Context: an optimization exercise on an open-source flow, tuned for small area, a short achievable clock period and few clock cycles. The choices shown serve that exercise and are no tape-out recipe.
In this exercise RTL edits were held to simulation tests only and were not proved equivalent to the original.
No activity file was given, so power comes from the tool's default toggle rates.

## before
==> flow/design.v (excerpt) <==
module exact_sum (
    input  wire        clk,
    input  wire        rst,
    input  wire        in_valid,
    output wire        in_ready,
    input  wire [31:0] in_data,
    input  wire [1:0]  in_dtype,
    input  wire        in_last,
    output wire        out_valid,
    input  wire        out_ready,
    output wire [31:0] out_data
);
    reg        in_ready_q;
    reg        ir_valid;
    reg [31:0] ir_data;
    reg [1:0]  ir_dtype;
    reg        ir_last;
    reg [295:0] acc;
    reg [36:1]  carry;
    reg         acc_nan, acc_pinf, acc_ninf, acc_negz;
    reg [1:0]   acc_dtype;
    reg         acc_done;      
    reg         s1_valid;
    reg [63:0]  s1_w;
    reg [15:0]  s1_d;
    reg         s1_sign, s1_bnz, s1_zero;
    reg [3:0]   s1_k;
    reg         s1_nan, s1_pinf, s1_ninf, s1_negz;
    reg [1:0]   s1_dtype;
    reg         s2_valid;
    reg [24:0]  s2_kept;
    reg         s2_guard, s2_sticky, s2_sign, s2_zero;
    reg [7:0]   s2_exp0;
    reg         s2_ovf0, s2_ovf1;
    reg         s2_nan, s2_pinf, s2_ninf, s2_negz;
    reg [1:0]   s2_dtype;
    reg         out_valid_q;
    reg [31:0]  result_q;
    assign in_ready  = in_ready_q;
    assign out_valid = out_valid_q;
    assign out_data  = result_q;
    reg  acc_ok, consume, go, base0;
    wire [295:0] cv_add;
    wire         cv_neg, cv_nan, cv_pinf, cv_ninf, cv_negz;
    exact_sum_convert u_convert (
        .data  (ir_data),
        .dtype (ir_dtype),
        .en    (consume),
        .addend(cv_add),
        .neg   (cv_neg),
        .nan   (cv_nan),
        .pinf  (cv_pinf),
        .ninf  (cv_ninf),
        .negz  (cv_negz)
    );
    wire [295:0] acc_b   = base0 ? 296'd0 : acc;
    wire [36:0]  carry_b = base0 ? 37'd0 : {carry, cv_neg};
    wire [295:0] acc_n;
    wire [37:1]  carry_n;
    genvar j;
    generate
  ...
Size in the first run: ~6900 cells after synthesis, roughly 550 flip-flops, about 73 I/O pins, roughly 54000 um^2 of cells after synthesis.
export LEC_CHECK = 0
export CAP_MARGIN = 20
export CORE_MARGIN = 2
export CORE_UTILIZATION = 60
export PLACE_DENSITY = 0.7
export SLEW_MARGIN = 20
create_clock -name core_clock -period 28.0 [get_ports {clk}]
run.sh (not shown) runs the stock make flow with config.mk's settings and CLKGATE_MAP_FILE= SYNTH_SCRIPT=/design/flow/synth_recipe.tcl, a recipe that flattens the netlist after the stock synthesis.
Testbench counts of before, summed over its fixed seeds: cycles 36,855.
Input changes introduced in after (baseline for comparison: before):
--- a/flow/design.v
+++ b/flow/design.v
@@ -219,32 +219,41 @@
     end
     wire [9:0] lmin_s = {1'b0, min_sh} + 10'd32 - {1'b0, k, 5'b0};    
     wire [6:0] lmin   = lmin_s[9] ? 7'd0 : (lmin_s > 10'd65) ? 7'd65 : lmin_s[6:0];
     wire [7:0] lmb    = {1'b0, lmin} + {3'b0, mb};
     wire       use_p  = {2'b0, pl} >= lmb;
     wire [6:0] lp1    = {1'b0, pl} - {2'b0, mb} - 7'd1;                 
     wire [6:0] lmin1  = lmin - 7'd1;
     wire [6:0] ls1    = use_p ? lp1 : lmin1;
     wire [159:0] ye = {{96{sign}}, y};
     wire [159:0] sr = ye >> ls1;
     assign guard  = sr[0] ^ sign;
     assign kept   = sr[25:1] ^ {25{sign}};
-    assign sticky = below_nz | (tz_any & ({1'b0, tz6} < ls1));
+    wire [7:0] tzm = {2'b0, tz6} + {3'b0, mb} + 8'd1;
+    wire st_p = tzm < {2'b0, pl};
+    wire st_m = {1'b0, tz6} < lmin1;
+    assign sticky = below_nz | (tz_any & (use_p ? st_p : st_m));
     wire [10:0] eb   = {2'b0, k, 5'b0} + {2'b0, exp_bias} - 11'd182;
-    wire [7:0]  e0   = {1'b0, ls1} + 8'd1 + eb[7:0];
-    wire [10:0] th   = {2'b0, exp_all1} - 11'd1 - eb;
-    wire        thn  = th[10];
-    assign exp0 = e0;
-    assign ovf0 = thn | ({4'b0, ls1} >= th);
-    assign ovf1 = thn | ({4'b0, ls1} + 11'd1 >= th);
+    wire [7:0]  ebm  = eb[7:0] - {3'b0, mb};
+    wire [7:0]  e0p  = {2'b0, pl} + ebm;
+    wire [7:0]  e0m  = {1'b0, lmin} + eb[7:0];
+    wire [10:0] th   = {2'b0, exp_all1} - eb;           
+    wire [10:0] thp  = th + {6'b0, mb};                  
+    wire        o0p  = thp[10] | ({5'b0, pl} >= thp);
+    wire        o1p  = thp[10] | ({5'b0, pl} + 11'd1 >= thp);
+    wire        o0m  = th[10]  | ({4'b0, lmin} >= th);
+    wire        o1m  = th[10]  | ({4'b0, lmin} + 11'd1 >= th);
+    assign exp0 = use_p ? e0p : e0m;
+    assign ovf0 = use_p ? o0p : o0m;
+    assign ovf1 = use_p ? o1p : o1m;
 endmodule
 module exact_sum_lzd (
     input  wire [63:0] x,
     input  wire        lead,
     output wire [5:0]  pos,
     output wire        any
 );
     reg [63:0]  v;
     reg [383:0] p;
     reg [63:0]  nv;
     reg [383:0] np;
     reg         pick_hi;
@@ -433,26 +442,26 @@
         .ovf0    (s2_ovf0),
         .ovf1    (s2_ovf1),
         .sign    (s2_sign),
         .zero    (s2_zero),
         .nan     (s2_nan),
         .pinf    (s2_pinf),
         .ninf    (s2_ninf),
         .negz    (s2_negz),
         .dtype   (s2_dtype),
         .result  (round_result)
     );
     wire s2_move   = s2_valid & (~out_valid_q | out_ready);
-    wire s2_next   = s1_valid | (s2_valid & ~s2_move);
-    wire s1_move   = s1_valid & (~s2_valid | s2_move);
+    wire s1_move   = s1_valid & ~(s2_valid & out_valid_q);
+    wire s2_next   = s1_move | (s2_valid & ~s2_move);
     wire s1_next   = go | (s1_valid & ~s1_move);
     wire out_next  = s2_move | (out_valid_q & ~out_ready);
     wire done_next = (consume & ir_last) | (acc_done & ~acc_ok);
     wire irv_next  = in_ready_q ? in_valid : ir_valid;
     wire ok_next   = ~(done_next & s1_next & s2_next & out_next);
     always @(posedge clk) begin
         if (in_ready_q) begin
             ir_data  <= in_data;
             ir_dtype <= in_dtype;
             ir_last  <= in_last;
         end
         acc   <= acc_n;
==> results.txt <==
- Of before and after, the higher core outline area belongs to after.
- before ended up with s1_d[4] as its beginning of the critical path; after ended up with s1_w[40].
- Number of cells on the worst reg-to-reg path in after is 4 lower than in before
- The switching share of power number comes out lower for before vs after.
- In the final reports, the cell area of after is larger than that of before.
- after vs. before: maximum frequency from static timing analysis went up by 0.0057 GHz; arrival time at the worst endpoint went down; number of antenna cells inserted has increased.
- Re largest incremental delay on the critical path: before was lower than after.
- Non-clock buffer instance count of the final layout in after vs before: up about 11%
Testbench counts of after, summed over its fixed seeds: cycles 36,855.

[separate check: timing with driven ports]
No port has a modelled driver above. Below, the same layouts with a new extraction and two added sets of constraints. Step 1: set_driving_cell puts a clkbuf_16 on clk and a buf_2 on each other input, an assumption about the parent block. Step 2 moves the port delays by t, midway between the first and last clock arrival at a register: inputs arrive t later, outputs are due t later. That takes back most of the time a late clock gives input paths. Slacks: ideal / step 1 / step 2; pairs: ideal / step 1.
run | t (ns) | slack for setup (ns) | worst setup path after step 2 | slew at the worst register clock pin (ns)
before | 0.736 | 18.461 / 18.461 / 18.461 | register to register | 0.07 / 0.07
after | 0.738 | 18.957 / 18.957 / 18.957 | register to register | 0.08 / 0.08
After both steps every run listed still meets setup and hold.
